From an optimization exercise on the open Yosys and OpenROAD flow, aimed at small area, a short achievable clock period and few clock cycles; shortcuts taken in it are not production practice. In this exercise RTL edits were held to simulation tests only and were not proved equivalent to the original.

## sierra
Design fh_tdiv, start of the top module:
module fh_tdiv (
    input  wire               clk,
    input  wire               rst,
    input  wire               start,
    input  wire signed [19:0] e,
    input  wire signed [31:0] f,
    input  wire               e_sat,
    input  wire               f_sat,
    input  wire [39:0]        per,
    input  wire [2:0]         sh3,
    input  wire [3:0]         sh4,
    input  wire [1:0]         dec_phase,
    input  wire signed [16:0] tgt,
    input  wire signed [15:0] toff,
    input  wire [19:0]        tmin,
    output wire               ready,
    output reg                done,
    output reg  signed [15:0] t,
    output reg                lowq
);
    reg        idle, rdy, s_mul, s_div, s_fin;
    assign     ready = rdy;
    reg [2:0]  cnt;
    wire       last_m = (cnt != 3'd0) & (cnt == jl);
    wire       last_d = (cnt == (skip ? 3'd3 : 3'd4));
    reg [39:0]  x;        
    reg [41:0]  acc;      
    reg [39:0]  p_r;      
    reg [18:0]  e_r;      
    reg [1:0]   ph_r;     
    wire [16:0] tgt_r = {t, lowq};
    reg [17:0]  toff_r;   
    reg [1:0]   m_r;
    reg [2:0]   jl;       
    reg [2:0]   ts;       
    reg         skip;     
    reg         neg;
    reg         nodiv;
    reg         ovf_r;    
    wire [6:0]  v     = 7'd62 + {4'd0, sh3} - {3'd0, sh4};    
    wire [2:0]  b     = 3'd7 - v[2:0];
    wire        f_neg = f[31];
    wire [30:0] f_mag = f[30:0] ^ {31{f_neg}};                
    wire [37:0] x_sh  = ({7'd0, f_mag} << b) | ({38{f_neg}} & ~({38{1'b1}} << b));
    wire        no_d  = e[19] | e_sat | f_sat | ({1'b0, e[18:0]} <= tmin);
    reg         xl;       
    wire [8:0]  dg = {x[7:0], xl};
    reg  [40:0] r [0:3];
    reg  [3:0]  ng;
    integer     i;
    always @(*) begin
        for (i = 0; i < 4; i = i + 1) begin
            ng[i] = dg[2*i+2] & ~(dg[2*i+1] & dg[2*i]);
            r[i]  = ((dg[2*i+1] ^ dg[2*i]) ? {1'b0, p_r} :
                     ((dg[2*i+2] ^ dg[2*i+1]) ? {p_r, 1'b0} : 41'd0)) ^ {41{ng[i]}};
        end
    end
    wire [50:0] msum = {10'd0, acc[40:0]} + {9'd0, ~acc[41], 41'd0}
                     + {10'd0, r[0]} + {8'd0, r[1], 2'd0} + {6'd0, r[2], 4'd0} + {4'd0, r[3], 6'd0}
                     + {44'd0, ng[3], 1'b0, ng[2], 1'b0, ng[1], 1'b0, ng[0]}
  ...
Size in the first run: ~4,500 cells after synthesis, roughly 200 flip-flops, roughly 36,000 µm² of cells after synthesis.
clock: 22.0 ns
lec_check: 0
cap_margin: 20
core_margin: 2
core_utilization: 60
slew_margin: 20
tns_end_percent: 0
standard.sh (not shown) runs the stock make flow with config.mk's settings and CLKGATE_MAP_FILE= SYNTH_SCRIPT=/design/flow/synth_recipe.tcl, a recipe that flattens the netlist after the stock synthesis.
==> flow/flow/run.sh <==
#!/bin/bash
# The standard layout on the design's SDC, with two changes to how it is
# made: repair_timing is asked for setup slack of at least 15 ns, so that it
# sizes and buffers the critical paths instead of stopping at the 22 ns
# constraint, and every port still gets its buffer, but a plain buf_1 (which
# repair may size up) instead of the delay cell buffer_ports picks.
set -euo pipefail
bash standard.sh "BUFFER_PORTS_ARGS=-buffer_cell sky130_fd_sc_hd__buf_1" \
    SETUP_SLACK_MARGIN=15 finish > standard_flow.log 2>&1
sierra did not stop at any stage, and its layout met the timing, design-rule and antenna checks.
Testbench counts of sierra, summed over its fixed seeds: cycles 9,880.
Setup changes, sierra to tundra
# sierra
export LEC_CHECK = 0
export CAP_MARGIN = 20
export CORE_MARGIN = 2
export CORE_UTILIZATION = 60
export SLEW_MARGIN = 20
export TNS_END_PERCENT = 0
create_clock -name core_clock -period 22.0 [get_ports {clk}]
# tundra
export LEC_CHECK = 0
export CAP_MARGIN = 20
export CORE_MARGIN = 2
export CORE_UTILIZATION = 60
export SLEW_MARGIN = 20
create_clock -name core_clock -period 22.0 [get_ports {clk}]
==> flow/flow/run.sh <==
#!/bin/bash
# The standard layout on the design's SDC, with two changes to how it is
# made: repair_timing is asked for setup slack of at least 16 ns, so that it
# sizes and buffers the critical paths instead of stopping at the 22 ns
# constraint, and every port still gets its buffer, but a plain buf_1 (which
# repair may size up) instead of the delay cell buffer_ports picks.
set -euo pipefail
bash standard.sh "BUFFER_PORTS_ARGS=-buffer_cell sky130_fd_sc_hd__buf_1" \
    SETUP_SLACK_MARGIN=16 finish > standard_flow.log 2>&1
Findings:
Diff tundra..sierra | count of sequential standard cells | unchanged. Compared with sierra, in tundra global-route met3 utilization increased 3.3 points, maximum frequency essentially unchanged, share of cells above drive strength 1 increased 9.5 points, fraction of area in registers decreased 1.3 points. Compared with sierra, tundra degrades first-iteration DRC count. Via count sits higher in tundra than in sierra. Relative to sierra, the wire length measured on tundra has increased by a little under 10%.
#### Input delta (cedar over tundra)
# tundra
export LEC_CHECK = 0
export CAP_MARGIN = 20
export CORE_MARGIN = 2
export CORE_UTILIZATION = 60
export SLEW_MARGIN = 20
create_clock -name core_clock -period 22.0 [get_ports {clk}]
# cedar
export LEC_CHECK = 0
export CAP_MARGIN = 20
export CORE_MARGIN = 2
export CORE_UTILIZATION = 40
export SLEW_MARGIN = 20
export TNS_END_PERCENT = 0
create_clock -name core_clock -period 22.0 [get_ports {clk}]
[summary]
- Taking cedar over tundra, the horizontal die dimension ratio works out to 1.2.
- The routed metal-1 wire length reported for cedar is greater than that of tundra by 11%.
- Comparing cedar with tundra, the clock network area share came out essentially unchanged.
- Lower post-route worst setup slack goes to tundra over cedar.
- cedar: PASS, flow complete, no timing, DRC or antenna violations
- Relative to tundra, share of cell area taken by multi-input logic gates has gone up in cedar.
- cedar vs. tundra: layout overhead on the synthesized area went down by 4.7 points.
- Wire length delta for cedar relative to tundra: 1.1% lower
The inputs of yarrow differ from those of cedar as listed below.
# cedar
export LEC_CHECK = 0
export CAP_MARGIN = 20
export CORE_MARGIN = 2
export CORE_UTILIZATION = 40
export SLEW_MARGIN = 20
export TNS_END_PERCENT = 0
create_clock -name core_clock -period 22.0 [get_ports {clk}]
# yarrow
export LEC_CHECK = 0
export CAP_MARGIN = 20
export CORE_MARGIN = 2
export CORE_UTILIZATION = 60
export SLEW_MARGIN = 20
export TNS_END_PERCENT = 0
create_clock -name core_clock -period 22.0 [get_ports {clk}]
==> flow/flow/run.sh <==
#!/bin/bash
# The standard layout on the design's SDC, with two changes to how it is
# made: repair_timing is asked for setup slack of at least 17 ns, so that it
# sizes and buffers the critical paths instead of stopping at the 22 ns
# constraint, and every port still gets its buffer, but a plain buf_1 (which
# repair may size up) instead of the delay cell buffer_ports picks.
set -euo pipefail
bash standard.sh "BUFFER_PORTS_ARGS=-buffer_cell sky130_fd_sc_hd__buf_1" \
    SETUP_SLACK_MARGIN=17 finish > standard_flow.log 2>&1
## What came out
Compared with cedar, yarrow shows a data required time at the worst endpoint that is 0.06 ns higher. | number of cells traversed by the worst register-to-register path | lower: yarrow |. Fraction of met3 tracks used by global routing ended up 4.1 points higher on yarrow than on cedar. Relative to cedar, global-route usage over all layers increased by 13 points in yarrow. yarrow: post-placement worst setup slack is 0.12 ns lower than what cedar reported. Cell area went down by a few percent going from cedar to yarrow.
[inputs] garnet vs yarrow
# yarrow
export LEC_CHECK = 0
export CAP_MARGIN = 20
export CORE_MARGIN = 2
export CORE_UTILIZATION = 60
export SLEW_MARGIN = 20
export TNS_END_PERCENT = 0
create_clock -name core_clock -period 22.0 [get_ports {clk}]
# garnet
export LEC_CHECK = 0
export CAP_MARGIN = 20
export CORE_MARGIN = 2
export CORE_UTILIZATION = 55
export SLEW_MARGIN = 20
export TNS_END_PERCENT = 0
create_clock -name core_clock -period 22.0 [get_ports {clk}]
==> flow/flow/run.sh <==
#!/bin/bash
# The standard layout on the design's SDC, with two changes to how it is
# made: repair_timing is asked for setup slack of at least 16 ns, so that it
# sizes and buffers the critical paths instead of stopping at the 22 ns
# constraint, and every port still gets its buffer, but a plain buf_1 (which
# repair may size up) instead of the delay cell buffer_ports picks.
set -euo pipefail
bash standard.sh "BUFFER_PORTS_ARGS=-buffer_cell sky130_fd_sc_hd__buf_1" \
    SETUP_SLACK_MARGIN=16 finish > standard_flow.log 2>&1
## What came out
Diff yarrow -> garnet | non-clock buffer count | increase of 22
Between yarrow and garnet, the difference in share of cell area taken by flip-flops and latches is negligible.

---

## before
The RTL this note starts from:
==> flow/design.v <==
module fh_tdiv (
    input  wire               clk,
    input  wire               rst,
    input  wire               start,
    input  wire signed [19:0] e,
    input  wire signed [31:0] f,
    input  wire               e_sat,
    input  wire               f_sat,
    input  wire [39:0]        per,
    input  wire [2:0]         sh3,
    input  wire [3:0]         sh4,
    input  wire [1:0]         dec_phase,
    input  wire signed [16:0] tgt,
    input  wire signed [15:0] toff,
    input  wire [19:0]        tmin,
    output wire               ready,
    output reg                done,
    output reg  signed [15:0] t,
    output reg                lowq
);
    reg        idle, rdy, s_mul, s_div, s_fin;
    assign     ready = rdy;
    reg [2:0]  cnt;
    wire       last_m = (cnt != 3'd0) & (cnt == jl);
    wire       last_d = (cnt == (skip ? 3'd3 : 3'd4));
    reg [39:0]  x;        
    reg [41:0]  acc;      
    reg [39:0]  p_r;      
    reg [18:0]  e_r;      
    reg [1:0]   ph_r;     
    wire [16:0] tgt_r = {t, lowq};
    reg [17:0]  toff_r;   
    reg [1:0]   m_r;
    reg [2:0]   jl;       
    reg [2:0]   ts;       
    reg         skip;     
    reg         neg;
    reg         nodiv;
    reg         ovf_r;    
    wire [6:0]  v     = 7'd62 + {4'd0, sh3} - {3'd0, sh4};    
    wire [2:0]  b     = 3'd7 - v[2:0];
    wire        f_neg = f[31];
    wire [30:0] f_mag = f[30:0] ^ {31{f_neg}};                
    wire [37:0] x_sh  = ({7'd0, f_mag} << b) | ({38{f_neg}} & ~({38{1'b1}} << b));
    wire        no_d  = e[19] | e_sat | f_sat | ({1'b0, e[18:0]} <= tmin);
    reg         xl;       
    wire [8:0]  dg = {x[7:0], xl};
    reg  [40:0] r [0:3];
    reg  [3:0]  ng;
    integer     i;
    always @(*) begin
        for (i = 0; i < 4; i = i + 1) begin
            ng[i] = dg[2*i+2] & ~(dg[2*i+1] & dg[2*i]);
            r[i]  = ((dg[2*i+1] ^ dg[2*i]) ? {1'b0, p_r} :
                     ((dg[2*i+2] ^ dg[2*i+1]) ? {p_r, 1'b0} : 41'd0)) ^ {41{ng[i]}};
        end
    end
    wire [50:0] msum = {10'd0, acc[40:0]} + {9'd0, ~acc[41], 41'd0}
                     + {10'd0, r[0]} + {8'd0, r[1], 2'd0} + {6'd0, r[2], 4'd0} + {4'd0, r[3], 6'd0}
                     + {44'd0, ng[3], 1'b0, ng[2], 1'b0, ng[1], 1'b0, ng[0]}
                     + {3'd0, ~ng[3], 1'b0, ~ng[2], 1'b0, ~ng[1], 1'b0, ~ng[0], 41'd0}
                     + {10'b1110101010, 41'd0};
    reg  [18:0] r0;
    reg  [19:0] abits;
    reg         hi_nz;
    always @(*) begin
        case (ts)
            3'd0: begin r0 = msum[26:8];  abits = {msum[7:0], x[39:28]};  end
            3'd1: begin r0 = msum[34:16]; abits = {msum[15:0], x[39:36]}; end
            3'd2: begin r0 = msum[42:24]; abits = msum[23:4];             end
            3'd3: begin r0 = msum[50:32]; abits = msum[31:12];            end
            3'd4: begin r0 = {8'd0, msum[50:40]}; abits = msum[39:20];    end
            3'd5: begin r0 = {16'd0, msum[50:48]}; abits = msum[47:28];   end
            default: begin r0 = 19'd0; abits = {5'd0, msum[50:36]};       end
        endcase
        case (ts)
            3'd0:    hi_nz = |acc[41:19];
            3'd1:    hi_nz = |acc[41:27];
            3'd2:    hi_nz = |acc[41:35];
            default: hi_nz = 1'b0;
        endcase
    end
    function [5:0] bitlen;
        input [39:0] v;
        integer k;
        begin
            bitlen = 6'd0;
            for (k = 0; k < 40; k = k + 1)
                if (v[k]) bitlen = k + 1;
        end
    endfunction
    wire [5:0]  bl_x  = bitlen(x);
    wire [5:0]  bl_p  = bitlen(p_r);
    wire [5:0]  bl_e  = bitlen({21'd0, e_r});
    wire [2:0]  nb    = bl_x[5:3] + 3'd1;                   
    wire [2:0]  j_m1  = (nb < 3'd2) ? 3'd1 : nb - 3'd1;
    wire        sk    = {1'b0, bl_x} + {1'b0, bl_p} <= {2'd0, bl_e} + 7'd35 + {2'd0, m_r, 3'd0};
    function [20:0] r4step;    
        input [18:0] r;
        input [1:0]  a;
        input [18:0] d;
        input [20:0] d3;
        reg   [21:0] w, d1, d2, dd3;
        begin
            w   = {1'b0, r, a};
            d1  = w - {3'b0, d};
            d2  = w - {2'b0, d, 1'b0};
            dd3 = w - {1'b0, d3};
            if (!dd3[21])     r4step = {2'd3, dd3[18:0]};
            else if (!d2[21]) r4step = {2'd2, d2[18:0]};
            else if (!d1[21]) r4step = {2'd1, d1[18:0]};
            else              r4step = {2'd0, w[18:0]};
        end
    endfunction
    wire [18:0] rem = acc[18:0];
    wire [20:0] st1 = r4step(rem,       x[39:38], e_r, p_r[20:0]);
    wire [20:0] st2 = r4step(st1[18:0], x[37:36], e_r, p_r[20:0]);
    wire [27:0] lo    = {2'd0, ph_r[0] ? p_r[25:0] : 26'd0} + {1'd0, ph_r[1] ? p_r[24:0] : 25'd0, 1'b0}
                      + 28'h2000000;
    wire [17:0] off   = {4'd0, ph_r[0] ? p_r[39:26] : 14'd0} + {3'd0, ph_r[1] ? p_r[39:25] : 15'd0}
                      + {{2{toff_r[15]}}, toff_r[15:0]} + {{2{tgt_r[16]}}, tgt_r[16:1]}
                      + {17'd0, tgt_r[16] & tgt_r[0]};
    wire        first  = s_mul & (cnt == 3'd0);
    wire        second = s_mul & (cnt == 3'd1);
    wire [17:0] m     = x[18:1];
    wire        ovf   = ~nodiv & (ovf_r | x[19]);
    wire [19:0] mx    = nodiv ? {18'd0, ph_r} : (neg ? ~{2'b00, m} : {2'b00, m});
    wire        cin   = ~nodiv & (neg ^ x[0]);
    wire [19:0] sum   = {{2{toff_r[17]}}, toff_r} + mx + {19'd0, cin};
    wire        s_hi  = ~sum[19] & (|sum[18:15]);
    wire        s_lo  =  sum[19] & ~(&sum[18:15]);
    always @(posedge clk) begin
        if (rst) begin
            idle  <= 1'b1;
            rdy   <= 1'b1;
            s_mul <= 1'b0;
            s_div <= 1'b0;
            s_fin <= 1'b0;
            done  <= 1'b0;
        end else begin
            done <= s_fin;
            rdy <= s_fin | (rdy & ~start);
            if (idle) begin
                if (start) begin
                    idle  <= 1'b0;
                    s_mul <= 1'b1;
                end
            end
            if (first & nodiv) begin
                s_mul <= 1'b0;
                s_fin <= 1'b1;
            end
            if (s_mul & last_m) begin
                s_mul <= 1'b0;
                s_div <= 1'b1;
            end
            if (s_div & last_d) begin
                s_div <= 1'b0;
                s_fin <= 1'b1;
            end
            if (s_fin) begin
                s_fin <= 1'b0;
                idle  <= 1'b1;
            end
        end
    end
    always @(posedge clk) begin
        if (idle | (s_mul & last_m) | (s_div & last_d)) cnt <= 3'd0;
        else              cnt <= cnt + 3'd1;
    end
    always @(posedge clk) begin
        if (idle) begin
            x   <= {2'd0, x_sh};
            acc <= 42'd0;
            xl  <= f_neg;      
        end else if (s_mul) begin
            if (last_m) begin
                x   <= skip ? {abits[15:0], 24'd0} : {abits, 20'd0};
                acc <= {msum[49:27], skip ? {r0[14:0], abits[19:16]} : r0};
            end else begin
                x   <= {msum[7:0], x[39:8]};
                acc <= msum[49:8];
                xl  <= x[7];
            end
        end else begin
            x   <= {x[35:0], st1[20:19], st2[20:19]};
            acc <= {acc[41:19], st2[18:0]};
        end
    end
    always @(posedge clk) begin
        if (s_mul & last_m)
            p_r[20:0] <= {2'd0, e_r} + {1'd0, e_r, 1'b0};
        if (idle) begin
            p_r    <= per;
            e_r    <= e[18:0];
            ph_r   <= dec_phase;
            toff_r <= {{2{toff[15]}}, toff};
            m_r    <= v[4:3] - 2'd1;
            neg    <= f_neg;
            nodiv  <= no_d;
        end
        if (first) begin
            toff_r <= off;
            ph_r   <= lo[27:26];
        end
        if (second)
            toff_r <= toff_r + {16'd0, ph_r};
        if (first) begin
            jl   <= j_m1;
            ts   <= 3'd4 + {1'b0, m_r} - j_m1;
            skip <= sk;
        end
        if (s_div & (cnt == 3'd0))
            ovf_r <= hi_nz | (rem >= e_r);
    end
    always @(posedge clk) begin
        if (idle) begin
            t    <= tgt[16:1];
            lowq <= tgt[0];
        end else if (ovf) begin
            t    <= neg ? -16'sd32768 : 16'sd32767;
            lowq <= 1'b1;
        end else begin
            t    <= s_hi ? 16'sd32767 : s_lo ? -16'sd32768 : sum[15:0];
            lowq <= nodiv | s_hi | s_lo;
        end
    end
endmodule
clock: 22.0 ns
lec_check: 0
cap_margin: 20
core_margin: 2
core_utilization: 65
slew_margin: 20
tns_end_percent: 0
==> flow/flow/run.sh <==
#!/bin/bash
# The standard layout on the design's SDC, with two changes to how it is
# made: repair_timing is asked for setup slack of at least 16 ns, so that it
# sizes and buffers the critical paths instead of stopping at the 22 ns
# constraint, and every port still gets its buffer, but a plain buf_1 (which
# repair may size up) instead of the delay cell buffer_ports picks.
set -euo pipefail
bash standard.sh "BUFFER_PORTS_ARGS=-buffer_cell sky130_fd_sc_hd__buf_1" \
    SETUP_SLACK_MARGIN=16 finish > standard_flow.log 2>&1
Testbench counts of before, summed over its fixed seeds: cycles 9,880.
Setup changes, before to after
Settings: swapping 65 for 60 in CORE_UTILIZATION.
Notes after the runs:
after completed end to end with timing, DRC and antenna clean.
Global-route wire length before repair in after is about 0.6% below before.
Summary: with before as the reference, y dimension of the die in after moved up by a few percent.
For before, the worst setup path startpoint was x[1]$_DFF_P_, unlike after, where it was xl$_DFFE_PP_.
Per the comparison of after with before, core utilization fell by 6.1 points; worst slack on hold paths has remained practically unchanged.

==> re-timing with driven ports <==
No port has a modelled driver above. Below, the same layouts with a new extraction and two added sets of constraints.
Step 1 (the two cells are an assumption about what drives the block):
set clk [get_ports {clk}]
set_driving_cell -lib_cell sky130_fd_sc_hd__clkbuf_16 $clk
set_driving_cell -lib_cell sky130_fd_sc_hd__buf_2 [delete_from_list [all_inputs] $clk]
Step 2 adds t to the input delays and takes it off the output delays; t is the mean of the earliest and latest rising clock arrival at the registers after step 1. Input paths then give back, and output paths get back, about the clock's delay inside the block.
Three values: ideal ports, drivers, drivers and shift; two values: the first two.
run | t (ns) | slack for setup (ns) | latest minus earliest clock arrival (ns) | slew at the worst register clock pin (ns) | cell pins on the clock port's net
sierra | 0.564 | 15.032 / 15.032 / 14.739 | 0.017 / 0.018 | 0.09 / 0.09 | 1
tundra | 0.579 | 15.042 / 15.042 / 15.042 | 0.019 / 0.019 | 0.10 / 0.10 | 1
cedar | 0.566 | 15.411 / 15.410 / 15.126 | 0.037 / 0.038 | 0.11 / 0.11 | 1
yarrow | 0.572 | 15.536 / 15.536 / 15.239 | 0.027 / 0.027 | 0.10 / 0.10 | 1
garnet | 0.577 | 15.469 / 15.469 / 15.181 | 0.028 / 0.028 | 0.11 / 0.11 | 1
before | 0.559 | 15.351 / 15.351 / 15.135 | 0.020 / 0.020 | 0.09 / 0.09 | 1
after | 0.572 | 15.536 / 15.536 / 15.239 | 0.027 / 0.027 | 0.10 / 0.10 | 1
After both steps every run listed still meets setup and hold.
